Context: an optimization exercise on an open-source flow, tuned for small area. The choices shown serve that exercise and are no tape-out recipe.
Function was checked by simulation only, so behaviour that the tests miss may differ from the original.
Power and IR drop assume default switching activity.

## lane_rx
module lane_rx (
    input  wire         clk,
    input  wire         rst,             
    input  wire         cdr_lock,        
    input  wire         rx_valid,
    input  wire [65:0]  rx_data,
    input  wire         descr_en,
    input  wire [15:0]  hunt_limit,      
    input  wire         match_en,
    input  wire         hdr_care,
    input  wire [1:0]   match_hdr,
    input  wire [63:0]  match_val,
    input  wire [63:0]  match_mask,
    input  wire [1:0]   prbs_sel,        
    input  wire [1:0]   start_mode,      
    input  wire [19:0]  cmp_count,       
    input  wire [63:0]  pmask,
    input  wire         burst,
    input  wire         cmp_event,
    output reg  [1:0]   lane_state,      
    output wire         block_lock,
    output reg          ev_lock,
    output reg          ev_lol,
    output reg          ev_hunt_slow,
    output reg          ev_match,
    output reg          ev_mismatch,
    output reg          ev_cmp_done,
    output reg          blk_valid,
    output reg  [1:0]   blk_hdr,
    output reg  [63:0]  blk_payload,
    output reg  [2:0]   cmp_result,
    output reg  [19:0]  blocks,
    output reg  [19:0]  block_errs,
    output reg  [23:0]  bit_errs,
    output reg  [19:0]  header_errs,
    output reg  [19:0]  first_err,
    output reg  [15:0]  lock_losses
);
Size: ~2800 cells after synthesis, ~470 flip-flops.
==> flow/config.mk <==
export PLATFORM = sky130hd
export DESIGN_NAME = lane_rx
export DESIGN_NICKNAME = lane_rx
export VERILOG_FILES = /design/flow/design.v
export SDC_FILE = /design/flow/constraint.sdc
export NUM_CORES = 4
export LEC_CHECK = 0
export CAP_MARGIN = 20
export CORE_MARGIN = 2
export CORE_UTILIZATION = 50
export GPL_TIMING_DRIVEN = 0
export SLEW_MARGIN = 20
==> flow/constraint.sdc <==
create_clock -name core_clock -period 18.0 [get_ports {clk}]
set_input_delay 3.6000 -clock core_clock [delete_from_list [all_inputs] [get_ports {clk}]]
set_output_delay 3.6000 -clock core_clock [all_outputs]
set_load 0.01 [all_outputs]
standard.sh (not shown) runs the stock make flow with config.mk's settings and CLKGATE_MAP_FILE= SYNTH_SCRIPT=/design/flow/synth_recipe.tcl, a recipe that flattens the netlist after the stock synthesis.
==> flow/flow/run.sh <==
#!/bin/bash
# Own layout flow: the standard ORFS flow (standard.sh) with three changes.
#  1. Synthesis is synth_recipe.tcl unchanged except that ABC maps the
#     combinational logic with flow/abc_area_nf.script (area-oriented &nf)
#     instead of ORFS's abc_area.script. Flip-flops are mapped before ABC, so
#     the registers, their names and cell types are the standard synthesis's.
#  2. Port buffers use the smallest buffer, sky130_fd_sc_hd__buf_1.
#  3. CTS inserts no dummy loads and builds the tree from clkbuf_4/clkbuf_8.
# Every tool's output goes to a log in this folder (make.log; ORFS's own
# per-step logs stay under orfs/logs).
set -euo pipefail
W=$PWD
sed "s#^source \$::env(SCRIPTS_DIR)/synth_preamble.tcl\$#&\nset abc_args [lreplace \$abc_args 1 1 $W/flow/abc_area_nf.script]#" \
    "$FLOW_HOME/scripts/synth.tcl" > "$W/own_synth_body.tcl"
grep -q "abc_area_nf.script" "$W/own_synth_body.tcl"
sed "s#^source \$::env(SCRIPTS_DIR)/synth.tcl\$#source $W/own_synth_body.tcl#" \
    "$W/synth_recipe.tcl" > "$W/own_synth.tcl"
grep -q "own_synth_body.tcl" "$W/own_synth.tcl"
sed "s#SYNTH_SCRIPT=[^ ]*#SYNTH_SCRIPT=$W/own_synth.tcl#" "$W/standard.sh" > "$W/own_standard.sh"
grep -q "SYNTH_SCRIPT=$W/own_synth.tcl" "$W/own_standard.sh"
export BUFFER_PORTS_ARGS="-buffer_cell sky130_fd_sc_hd__buf_1"
export CTS_ARGS="-sink_clustering_enable -repair_clock_nets -dont_use_dummy_load -buf_list {sky130_fd_sc_hd__clkbuf_4 sky130_fd_sc_hd__clkbuf_8} -sink_clustering_size 10 -sink_clustering_max_diameter 40"
bash "$W/own_standard.sh" > "$W/make.log" 2>&1
==> flow/flow/abc_area_nf.script <==
&get -n
&st
&dc2
&dch -f
&nf -a -F 5 -A 5
&put
topo
==> next run, changes <==
--- a/flow/flow/run.sh
+++ b/flow/flow/run.sh
@@ -8 +8 @@
-#  3. CTS inserts no dummy loads and builds the tree from clkbuf_4/clkbuf_8.
+#  3. CTS inserts no dummy loads and uses clkbuf_8 with smaller sink clusters.
@@ -22 +22 @@
-export CTS_ARGS="-sink_clustering_enable -repair_clock_nets -dont_use_dummy_load -buf_list {sky130_fd_sc_hd__clkbuf_4 sky130_fd_sc_hd__clkbuf_8} -sink_clustering_size 10 -sink_clustering_max_diameter 40"
+export CTS_ARGS="-sink_clustering_enable -repair_clock_nets -dont_use_dummy_load"
CORE_UTILIZATION = 65   (was 50)
GPL_TIMING_DRIVEN = not set   (was 0)
Outcome:
- global-route usage rose by 12 points
- final cell count decreases by 4.4%
- wire length climbs by 2.7%
- synthesized area is unchanged
- non-clock buffer count climbs by 11
==> next run, changes <==
--- a/flow/flow/run.sh
+++ b/flow/flow/run.sh
@@ -8 +8 @@
-#  3. CTS inserts no dummy loads and uses clkbuf_8 with smaller sink clusters.
+#  3. CTS inserts no dummy loads and builds the tree from clkbuf_8.
@@ -22 +22 @@
-export CTS_ARGS="-sink_clustering_enable -repair_clock_nets -dont_use_dummy_load"
+export CTS_ARGS="-sink_clustering_enable -repair_clock_nets -dont_use_dummy_load -buf_list {sky130_fd_sc_hd__clkbuf_8}"
CORE_UTILIZATION = 50   (was 65)
After rerunning: The new run produced a clean layout. Hold slack gets worse by 0.0049 ns. Flip-flop and latch count does not change. Clock-buffer cell count rose by 33.
==> next run, changes <==
--- a/flow/flow/run.sh
+++ b/flow/flow/run.sh
@@ -8,0 +9 @@
+#  4. Timing-driven global placement does not keep its resizer changes.
@@ -22 +23,2 @@
-export CTS_ARGS="-sink_clustering_enable -repair_clock_nets -dont_use_dummy_load -buf_list {sky130_fd_sc_hd__clkbuf_8}"
+export CTS_ARGS="-sink_clustering_enable -repair_clock_nets -dont_use_dummy_load -buf_list {sky130_fd_sc_hd__clkbuf_8} -sink_clustering_size 16 -sink_clustering_max_diameter 50"
+export GPL_KEEP_OVERFLOW=0
CORE_UTILIZATION = 45   (was 50)
The changed run finished clean.
Utilization fell by 5.6 points.
Combinational power barely changes.
Design area is about the same.
Clock skew went up by 0.014 ns.
Clock power shrinks by 23%.
Sequential cell count is unchanged.
Wire length is about the same.
Maximum frequency went down by 4.0%.
Power decreases by 7.2%.
Die area climbs by 11%.

P:
lane_rx again, from the RTL that the note above started with.
clock: 18.0 ns
lec_check: 0
cap_margin: 20
core_margin: 2
core_utilization: 50
gpl_timing_driven: 0
slew_margin: 20
==> flow/flow/run.sh <==
#!/bin/bash
# Own layout flow: the standard ORFS flow (standard.sh) with three changes.
#  1. Synthesis is synth_recipe.tcl unchanged except that ABC maps the
#     combinational logic with flow/abc_area_nf.script (area-oriented &nf)
#     instead of ORFS's abc_area.script. Flip-flops are mapped before ABC, so
#     the registers, their names and cell types are the standard synthesis's.
#  2. Port buffers use the smallest buffer, sky130_fd_sc_hd__buf_1.
#  3. CTS inserts no dummy loads and builds the tree from clkbuf_8.
# Every tool's output goes to a log in this folder (make.log; ORFS's own
# per-step logs stay under orfs/logs).
set -euo pipefail
W=$PWD
sed "s#^source \$::env(SCRIPTS_DIR)/synth_preamble.tcl\$#&\nset abc_args [lreplace \$abc_args 1 1 $W/flow/abc_area_nf.script]#" \
    "$FLOW_HOME/scripts/synth.tcl" > "$W/own_synth_body.tcl"
grep -q "abc_area_nf.script" "$W/own_synth_body.tcl"
sed "s#^source \$::env(SCRIPTS_DIR)/synth.tcl\$#source $W/own_synth_body.tcl#" \
    "$W/synth_recipe.tcl" > "$W/own_synth.tcl"
grep -q "own_synth_body.tcl" "$W/own_synth.tcl"
sed "s#SYNTH_SCRIPT=[^ ]*#SYNTH_SCRIPT=$W/own_synth.tcl#" "$W/standard.sh" > "$W/own_standard.sh"
grep -q "SYNTH_SCRIPT=$W/own_synth.tcl" "$W/own_standard.sh"
export BUFFER_PORTS_ARGS="-buffer_cell sky130_fd_sc_hd__buf_1"
export CTS_ARGS="-sink_clustering_enable -repair_clock_nets -dont_use_dummy_load -buf_list {sky130_fd_sc_hd__clkbuf_8} -sink_clustering_size 16 -sink_clustering_max_diameter 50"
bash "$W/own_standard.sh" > "$W/make.log" 2>&1
Scripts as last shown in full above: flow/flow/abc_area_nf.script
P reached the end of the flow, and the finished layout is clean on the timing, DRC and antenna checks.
diff inputs: P => Q
# P
export LEC_CHECK = 0
export CAP_MARGIN = 20
export CORE_MARGIN = 2
export CORE_UTILIZATION = 50
export GPL_TIMING_DRIVEN = 0
export SLEW_MARGIN = 20
create_clock -name core_clock -period 18.0 [get_ports {clk}]
# Q
export LEC_CHECK = 0
export CAP_MARGIN = 20
export CORE_MARGIN = 2
export CORE_UTILIZATION = 45
export SLEW_MARGIN = 20
create_clock -name core_clock -period 18.0 [get_ports {clk}]
## What came out
Going from P to Q, sequential share of power lost 0.7 points; power density over the cells +1.6 mW/mm^2; switching power of the nets increased 13 uW. Summary of Q over P: share of the core filled with cells in the final layout now sits lower, detailed-route wire length now sits higher, number of vias after detailed routing now sits at about the same level. Q vs P, clock network fraction of design power went up by 0.5 points.

== north ==
Another version of the RTL of lane_rx (not shown whole).
Size in the first run: roughly 28,000 sq um of cells after synthesis.
==> flow/config.mk <==
export PLATFORM = sky130hd
export DESIGN_NAME = lane_rx
export DESIGN_NICKNAME = lane_rx
export VERILOG_FILES = /design/flow/design.v
export SDC_FILE = /design/flow/constraint.sdc
export NUM_CORES = 4
export LEC_CHECK = 0
export CAP_MARGIN = 20
export CORE_MARGIN = 2
export CORE_UTILIZATION = 45
export SLEW_MARGIN = 20
==> flow/constraint.sdc <==
create_clock -name core_clock -period 18.0 [get_ports {clk}]
set_input_delay 3.6000 -clock core_clock [delete_from_list [all_inputs] [get_ports {clk}]]
set_output_delay 3.6000 -clock core_clock [all_outputs]
set_load 0.01 [all_outputs]
==> flow/flow/run.sh <==
#!/bin/bash
# Own layout flow: the standard ORFS flow (standard.sh) with these changes.
#  1. Synthesis is synth_recipe.tcl unchanged except that ABC maps the
#     combinational logic with flow/abc_area_nf.script (area-oriented &nf)
#     instead of ORFS's abc_area.script. Flip-flops are mapped before ABC, so
#     the registers, their names and cell types are the standard synthesis's.
#  2. Port buffers use the smallest buffer, sky130_fd_sc_hd__buf_1.
#  3. CTS inserts no dummy loads and builds the tree from clkbuf_8, with
#     sink clusters of at most 20 sinks and 60 um.
# Every tool's output goes to a log in this folder (make.log; ORFS's own
# per-step logs stay under orfs/logs).
set -euo pipefail
W=$PWD
sed "s#^source \$::env(SCRIPTS_DIR)/synth_preamble.tcl\$#&\nset abc_args [lreplace \$abc_args 1 1 $W/flow/abc_area_nf.script]#" \
    "$FLOW_HOME/scripts/synth.tcl" > "$W/own_synth_body.tcl"
grep -q "abc_area_nf.script" "$W/own_synth_body.tcl"
sed "s#^source \$::env(SCRIPTS_DIR)/synth.tcl\$#source $W/own_synth_body.tcl#" \
    "$W/synth_recipe.tcl" > "$W/own_synth.tcl"
grep -q "own_synth_body.tcl" "$W/own_synth.tcl"
sed "s#SYNTH_SCRIPT=[^ ]*#SYNTH_SCRIPT=$W/own_synth.tcl#" "$W/standard.sh" > "$W/own_standard.sh"
grep -q "SYNTH_SCRIPT=$W/own_synth.tcl" "$W/own_standard.sh"
export BUFFER_PORTS_ARGS="-buffer_cell sky130_fd_sc_hd__buf_1"
export CTS_ARGS="-sink_clustering_enable -repair_clock_nets -dont_use_dummy_load -buf_list {sky130_fd_sc_hd__clkbuf_8} -sink_clustering_size 20 -sink_clustering_max_diameter 60"
bash "$W/own_standard.sh" > "$W/make.log" 2>&1
Scripts as last shown in full above: flow/flow/abc_area_nf.script
north completed every stage of the flow, and the final layout passed the timing, DRC and antenna checks.
#### Input delta (south over north)
diff --git a/flow/flow/run.sh b/flow/flow/run.sh
--- a/flow/flow/run.sh
+++ b/flow/flow/run.sh
@@ -7,5 +7,5 @@
 #  2. Port buffers use the smallest buffer, sky130_fd_sc_hd__buf_1.
 #  3. CTS inserts no dummy loads and builds the tree from clkbuf_8, with
-#     sink clusters of at most 20 sinks and 60 um.
+#     sink clusters of at most 16 sinks and 50 um.
 # Every tool's output goes to a log in this folder (make.log; ORFS's own
 # per-step logs stay under orfs/logs).
@@ -21,4 +21,4 @@
 grep -q "SYNTH_SCRIPT=$W/own_synth.tcl" "$W/own_standard.sh"
 export BUFFER_PORTS_ARGS="-buffer_cell sky130_fd_sc_hd__buf_1"
-export CTS_ARGS="-sink_clustering_enable -repair_clock_nets -dont_use_dummy_load -buf_list {sky130_fd_sc_hd__clkbuf_8} -sink_clustering_size 20 -sink_clustering_max_diameter 60"
+export CTS_ARGS="-sink_clustering_enable -repair_clock_nets -dont_use_dummy_load -buf_list {sky130_fd_sc_hd__clkbuf_8} -sink_clustering_size 16 -sink_clustering_max_diameter 50"
 bash "$W/own_standard.sh" > "$W/make.log" 2>&1
[summary]
The post-route non-filler standard cell count on south is in line with that on north.
Per the comparison of south with north, power after layout increased by 3.3% relative to the old numbers; cell area increased by 0.56% relative to the old numbers; least setup slack across all paths after layout increased by 0.0074 ns relative to the old numbers.

==> static timing again, ports no longer ideal <==
Ports are ideal in the flow. The routed layouts listed here were re-timed in OpenROAD.
Step 1 assumes that a clkbuf_16 drives the clock port and a buf_2 every other input.
Step 2 times the ports against the registers' clock, not the clock port: input delays grow and output delays shrink by t, the midpoint of the rising clock arrivals with the driver on.
Slacks: ideal ports / drivers / drivers and shift; pairs: ideal ports / drivers.
run | t, ns | slack for setup (ns) | hold slack, ns
the first run of note 1 | 0.701 | 0.573 / 0.559 / -0.142 | 0.397 / 0.397 / 0.397
the second run of note 1 | 0.651 | 0.959 / 0.876 / 0.226 | 0.413 / 0.413 / 0.413
the third run of note 1 | 0.704 | 1.413 / 1.415 / 0.712 | 0.408 / 0.408 / 0.408
the fourth run of note 1 | 0.706 | 0.721 / 0.732 / 0.027 | 0.403 / 0.403 / 0.403
P | 0.695 | 0.568 / 0.541 / -0.154 | 0.398 / 0.398 / 0.398
Q | 0.716 | 0.945 / 0.982 / 0.266 | 0.382 / 0.382 / 0.382
north | 0.677 | 2.560 / 2.577 / 1.900 | 0.410 / 0.410 / 0.410
south | 0.707 | 2.567 / 2.583 / 1.876 | 0.398 / 0.398 / 0.398
With both steps, setup timing fails in the first run of note 1 and P, where it was met with ideal ports. The setup slack of the second run of note 1, which loses most, moves by -0.083 ns with the drivers and by -0.733 ns with both steps.
